This design comes from an exercise in tuning for small area, a short achievable clock period and few clock cycles per item on the open sky130 flow, not from production work. At most, simulation tests tie the RTL to the original design; equivalence was not proved. Power and IR drop assume default switching activity.

Design flow_hash, start of the top module:
module flow_hash (
    input  wire         clk,
    input  wire         rst,         
    input  wire         in_valid,
    output wire         in_ready,
    input  wire [1:0]   in_op,       
    input  wire [3:0]   in_len,      
    input  wire         in_frag,     
    input  wire [31:0]  in_seed,
    input  wire [511:0] in_words,    
    output wire         out_valid,
    input  wire         out_ready,
    output wire [31:0]  out_hash
);
Size: roughly 3000 cells after synthesis, ~100 flip-flops, about 590 I/O pins, ~25000 sq um of cells after synthesis.
Settings: LEC_CHECK=0, CAP_MARGIN=20, CORE_MARGIN=2, CORE_UTILIZATION=40, SETUP_SLACK_MARGIN=4.0, SLEW_MARGIN=20, TNS_END_PERCENT=0; clock period 8.0 ns.
standard.sh (not shown) runs the stock make flow with config.mk's settings and CLKGATE_MAP_FILE= SYNTH_SCRIPT=/design/flow/synth_recipe.tcl, a recipe that flattens the netlist after the stock synthesis.
==> flow/flow/run.sh <==
#!/bin/bash
# Own layout flow: the standard layout (standard.sh: ORFS synthesis to
# final layout), with two changes in how the layout is made:
#  - the port buffers that global placement inserts on every input and
#    output are the platform's smallest plain buffer (buf_1) instead of the
#    clkdlybuf4s50_1 delay cell that buffer_ports picks by default (repair
#    may still resize them);
#  - slow wide OR/NOR and deep and-or cells are added to the platform's
#    don't-use list (repeated here, since a make command-line setting
#    replaces it), so that technology mapping builds the logic from faster
#    cells.
set -euo pipefail
export BUFFER_PORTS_ARGS="-buffer_cell sky130_fd_sc_hd__buf_1"
plat="probe_p_8 probec_p_8 lpflow_bleeder_1 lpflow_clkbufkapwr_1 lpflow_clkbufkapwr_16
  lpflow_clkbufkapwr_2 lpflow_clkbufkapwr_4 lpflow_clkbufkapwr_8 lpflow_clkinvkapwr_1
  lpflow_clkinvkapwr_16 lpflow_clkinvkapwr_2 lpflow_clkinvkapwr_4 lpflow_clkinvkapwr_8
  lpflow_decapkapwr_12 lpflow_decapkapwr_3 lpflow_decapkapwr_4 lpflow_decapkapwr_6
  lpflow_decapkapwr_8 lpflow_inputiso0n_1 lpflow_inputiso0p_1 lpflow_inputiso1n_1
  lpflow_inputiso1p_1 lpflow_inputisolatch_1 lpflow_isobufsrc_1 lpflow_isobufsrc_16
  lpflow_isobufsrc_2 lpflow_isobufsrc_4 lpflow_isobufsrc_8 lpflow_isobufsrckapwr_16
  lpflow_lsbuf_lh_hl_isowell_tap_1 lpflow_lsbuf_lh_hl_isowell_tap_2
  lpflow_lsbuf_lh_hl_isowell_tap_4 lpflow_lsbuf_lh_isowell_4 lpflow_lsbuf_lh_isowell_tap_1
  lpflow_lsbuf_lh_isowell_tap_2 lpflow_lsbuf_lh_isowell_tap_4"
slow="a2111o_1 a2111o_2 a2111o_4 a2111oi_0 a2111oi_1 a2111oi_2 
  a2111oi_4 a311o_1 a311o_2 a311o_4 a311oi_1 a311oi_2 a311oi_4 a41o_1 
  a41o_2 a41o_4 a41oi_1 a41oi_2 a41oi_4 nor3_1 nor3_2 nor3_4 nor3b_1 
  nor3b_2 nor3b_4 nor4_1 nor4_2 nor4_4 nor4b_1 nor4b_2 nor4b_4 
  nor4bb_1 nor4bb_2 nor4bb_4 o2111a_1 o2111a_2 o2111a_4 o2111ai_1 
  o2111ai_2 o2111ai_4 o311a_1 o311a_2 o311a_4 o311ai_0 o311ai_1 
  o311ai_2 o311ai_4 o41a_1 o41a_2 o41a_4 o41ai_1 o41ai_2 o41ai_4 or3_1 
  or3_2 or3_4 or3b_1 or3b_2 or3b_4 or4_1 or4_2 or4_4 or4b_1 or4b_2 
  or4b_4 or4bb_1 or4bb_2 or4bb_4"
dont=$(for c in $plat $slow; do printf "sky130_fd_sc_hd__%s " "$c"; done)
bash standard.sh "DONT_USE_CELLS=$dont" finish > standard_flow.log 2>&1
The starting point finished with timing, DRC and antenna clean.
Testbench counts at the start, summed over its fixed seeds: cycles 9,624, items 9,600.
Next try:
==> flow/flow/run.sh (replaced) <==
#!/bin/bash
# Own layout flow: the standard layout (standard.sh: ORFS synthesis to
# final layout, unchanged), except that the port buffers that global
# placement inserts on every input and output are the platform's smallest
# plain buffer (buf_1) instead of the clkdlybuf4s50_1 delay cell that
# buffer_ports picks by default.  Repair may still resize them.
set -euo pipefail
export BUFFER_PORTS_ARGS="-buffer_cell sky130_fd_sc_hd__buf_1"
bash standard.sh finish > standard_flow.log 2>&1
The changed run ran to the end with no violations.
Setup slack gets worse by 250 ps.
Synthesized area fell by roughly a tenth.
Final area fell by roughly a tenth.
Routed wire length fell by roughly a tenth.
Die area fell by roughly a tenth.
Register-to-register slack gets worse by 180 ps.
First-iteration DRC count fell by a few percent.
Non-clock buffer count fell by 11.

========
flow_hash, a different RTL version from the one above (not shown whole).
Size: ~110 flip-flops, about 590 I/O pins, roughly 0.024 mm² of cells after synthesis.
Design flow_hash, start of the top module:
module flow_hash (
    input  wire         clk,
    input  wire         rst,         
    input  wire         in_valid,
    output wire         in_ready,
    input  wire [1:0]   in_op,       
    input  wire [3:0]   in_len,      
    input  wire         in_frag,     
    input  wire [31:0]  in_seed,
    input  wire [511:0] in_words,    
    output wire         out_valid,
    input  wire         out_ready,
    output wire [31:0]  out_hash
);
export LEC_CHECK = 0
export CAP_MARGIN = 20
export CORE_MARGIN = 2
export CORE_UTILIZATION = 40
export SETUP_SLACK_MARGIN = 4.0
export SLEW_MARGIN = 20
export TNS_END_PERCENT = 0
create_clock -name core_clock -period 8.0 [get_ports {clk}]
==> flow/flow/run.sh <==
#!/bin/bash
# Own layout flow: the standard layout (standard.sh: ORFS synthesis to
# final layout, unchanged), except that the port buffers that global
# placement inserts on every input and output are the platform's smallest
# plain buffer (buf_1) instead of the clkdlybuf4s50_1 delay cell that
# buffer_ports picks by default.  Repair may still resize them.
set -euo pipefail
export BUFFER_PORTS_ARGS="-buffer_cell sky130_fd_sc_hd__buf_1"
bash standard.sh finish > standard_flow.log 2>&1
The starting point finished clean.
Next try:
Settings changed: CORE_UTILIZATION 40 to 55, SETUP_SLACK_MARGIN 4.0 to 3.6, TNS_END_PERCENT 0 to 20.
Cell area goes up by 2.2%.
Non-clock buffer count came out higher by 39.
Utilization went up by 20 points.
Die area came out lower by 27%.
Setup slack gets worse by 240 ps.
Combinational power came out higher by about 10%.
No functional check of the RTL was part of any run of this note.

========
flow_hash, a different RTL version from the one above (not shown whole).
Size: about 3,200 cells after synthesis, roughly 590 I/O pins, roughly 0.025 mm^2 of cells after synthesis.
==> flow/config.mk <==
export PLATFORM = sky130hd
export DESIGN_NAME = flow_hash
export DESIGN_NICKNAME = flow_hash
export VERILOG_FILES = /design/flow/design.v
export SDC_FILE = /design/flow/constraint.sdc
export NUM_CORES = 4
export LEC_CHECK = 0
export CAP_MARGIN = 20
export CORE_MARGIN = 2
export CORE_UTILIZATION = 40
export SLEW_MARGIN = 20
==> flow/constraint.sdc <==
create_clock -name core_clock -period 8.0 [get_ports {clk}]
set_input_delay 1.6000 -clock core_clock [delete_from_list [all_inputs] [get_ports {clk}]]
set_output_delay 1.6000 -clock core_clock [all_outputs]
set_load 0.01 [all_outputs]
Scripts as last shown in full above: flow/flow/run.sh
==> next run, changes <==
--- a/flow/config.mk
+++ b/flow/config.mk
@@ -9,3 +9,5 @@
 export CORE_MARGIN = 2
 export CORE_UTILIZATION = 40
+export SETUP_SLACK_MARGIN = 4.0
 export SLEW_MARGIN = 20
+export TNS_END_PERCENT = 100
Effect:
- wire length grows by a little under a tenth
- global-route usage grows by 2.4 points
- power grows by about a fifth
- synthesized area is unchanged
- non-clock buffer count grows by 156
- final area grows by about a fifth
==> next run, changes <==
--- a/flow/config.mk
+++ b/flow/config.mk
@@ -8,6 +8,6 @@
 export CAP_MARGIN = 20
 export CORE_MARGIN = 2
-export CORE_UTILIZATION = 40
-export SETUP_SLACK_MARGIN = 4.0
+export CORE_UTILIZATION = 55
+export SETUP_SLACK_MARGIN = 3.6
 export SLEW_MARGIN = 20
 export TNS_END_PERCENT = 100
After rerunning: The new run completed with no timing, DRC or antenna violations. Hold slack improved by 30 ps. Total power decreases by a few percent. First-iteration DRC count increases by well over a third. Setup slack got worse by 390 ps. Design area decreases slightly. Via count increases by roughly a tenth. Maximum frequency decreases by a little under a tenth. Synthesized area stays the same.
No run of this note included a check of the RTL's function; only the layout flow was run.

========
flow_hash, a different RTL version from the one above (not shown whole).
Size: about 2800 cells after synthesis, roughly 110 flip-flops.
clock: 8.0 ns
lec_check: 0
cap_margin: 0
core_margin: 2
core_utilization: 40
setup_slack_margin: 3.7
slew_margin: 0
tns_end_percent: 30
Scripts as last shown in full above: flow/flow/run.sh
Testbench counts at the start, summed over its fixed seeds: cycles 9,624, items 9,600.
Rerun with:
- TNS_END_PERCENT: 30 -> 100
Result:
- The new run completed without violations
- design area stays flat
- fmax climbs by about 0.7%
- cell count hardly moves
- power grows by about 1.3%
- wire length went down by about 3.5%
- worst setup slack gains 33 ps
- sequential power stays flat
- utilization is about the same
- non-clock buffer count came out higher by 4

========
== job 1788 ==
Starting RTL as in the previous note.
Settings: LEC_CHECK=0, CAP_MARGIN=0, CORE_MARGIN=2, CORE_UTILIZATION=35, SETUP_SLACK_MARGIN=3.5, SLEW_MARGIN=0, TNS_END_PERCENT=100; clock period 8.0 ns.
Scripts as last shown in full above: flow/flow/run.sh
Testbench counts of job 1788, summed over its fixed seeds: cycles 9,624, items 9,600.
Input changes introduced in job 3558 (baseline for comparison: job 1788):
Settings: a change of SETUP_SLACK_MARGIN from 3.5 to 3.6; a change of CORE_UTILIZATION from 35 to 40; an added GPL_ROUTABILITY_DRIVEN of 0.
[summary]
Compared job 3558 vs job 1788, and relative area change from synthesis to final layout is up in job 3558.
Against job 1788, tightest hold margin in job 3558 came out better.
Looking at standard cell core area, job 3558 sits below job 1788.
Iteration-0 DRC count of the detailed router: job 3558 higher than job 1788
Compared job 3558 against job 1788; delay contributed by the slowest stage of the critical path within noise.
Comparing job 3558 and job 1788, the lower non-clock buffer count is on job 1788.
Smallest setup slack after layout in job 3558 is 0.12 ns lower than in job 1788
After detailed routing, job 1788 needs more wire than job 3558.
Input changes introduced in job 3167 (baseline for comparison: job 3558):
Settings: changing SETUP_SLACK_MARGIN from 3.6 to 3.4.
### Flow results
[job 3167 vs job 3558] non-clock buffer instance count of the final layout: lower in job 3167
In terms of fmax, job 3167 and job 3558 differ only marginally.
Slowest cell on the critical path: sky130_fd_sc_hd__or4_4 -> job 3558, sky130_fd_sc_hd__a22oi_1 -> job 3167
Looking at job 3558 and job 3167, the data arrival at the endpoint of the critical path is a wash.
Met1 track demand over resource in global routing in job 3167 vs job 3558: down 0.51 points
Cmp job 3558 and job 3167 / worst hold slack / lower: job 3167
Combinational power share: job 3167 < job 3558
Going from job 3558 to job 3167, wire length of the first global-routing pass shrank by a few percent.
In job 3167, largest net degree at the start of global routing is lower than in job 3558.
Setup slack essentially unchanged between job 3558 and job 3167.
When job 3167 is set beside job 3558, its overall fraction of global-route tracks in use turns out to be 1.1 points smaller.
Relative to job 3167, the following input files were edited for job 4197:
Settings: changing SETUP_SLACK_MARGIN from 3.4 to 3.3.
==> run summary <==
- Job 3167 consumes more power than job 4197.
- From job 3167 to job 4197, final-report max-slew violation count did not move at all.
- Fraction of the cycle the final worst path needs: job 4197 higher than job 3167
- Job 4197 ends up with a share of cells above drive strength 1 that is 2.4 points lower than in job 3167.
- For post-CTS clock slew at the launch and capture registers of the worst setup and hold paths, job 4197 and job 3167 come out practically identical.
- The lower final area came out of job 4197.
- Job 4197 vs. job 3167: via count went down by about 0.4%.
- Lower signed area change from the synthesized netlist to the final layout goes to job 4197 over job 3167.

-- re-timing with driven ports --
In the flow no input, the clock included, has a driving cell. The finished layouts below were timed again as built, in two steps.
Step 1 sets driving cells, clkbuf_16 on the clock port and buf_2 on the other inputs (assumed; they add their load-dependent delay and slew).
Step 2 moves the port delays by t, midway between the first and last clock arrival at a register: inputs arrive t later, outputs are due t later. That takes back most of the time a late clock gives input paths.
Three values: ideal, step 1, step 2; two values: the first two.
| run | shift t [ns] | setup slack, ns | latest minus earliest clock arrival (ns) | worst slew at a driven data input, ns |
|---|---|---|---|---|
| the first run of note 1 | 0.427 | 3.315 / 3.286 / 2.859 | 0.018 / 0.018 | 0.16 |
| the second run of note 1 | 0.429 | 3.063 / 3.076 / 2.646 | 0.013 / 0.013 | 0.13 |
| the first run of note 2 | 0.447 | 3.407 / 3.433 / 2.986 | 0.030 / 0.030 | 0.17 |
| the second run of note 2 | 0.451 | 3.169 / 3.169 / 2.953 | 0.016 / 0.015 | 0.16 |
| the first run of note 3 | 0.431 | 2.111 / 2.111 / 1.821 | 0.022 / 0.021 | 0.12 |
| the second run of note 3 | 0.421 | 3.316 / 3.219 / 2.798 | 0.020 / 0.020 | 0.19 |
| the third run of note 3 | 0.420 | 2.927 / 2.927 / 2.609 | 0.024 / 0.023 | 0.45 |
| the first run of note 4 | 0.437 | 3.425 / 3.183 / 2.746 | 0.016 / 0.016 | 0.39 |
| the second run of note 4 | 0.422 | 3.458 / 3.263 / 2.840 | 0.021 / 0.021 | 0.24 |
| job 1788 | 0.431 | 3.445 / 3.250 / 2.819 | 0.021 / 0.022 | 0.25 |
| job 3558 | 0.422 | 3.322 / 3.275 / 2.853 | 0.016 / 0.017 | 0.16 |
| job 3167 | 0.415 | 3.324 / 3.208 / 2.793 | 0.017 / 0.016 | 0.28 |
| job 4197 | 0.407 | 3.158 / 3.173 / 2.765 | 0.023 / 0.023 | 0.22 |
After both steps setup and hold are still met in every run listed. For the first run of note 4, which loses most, drivers alone change the setup slack by -0.242 ns; drivers and shift together by -0.679 ns.
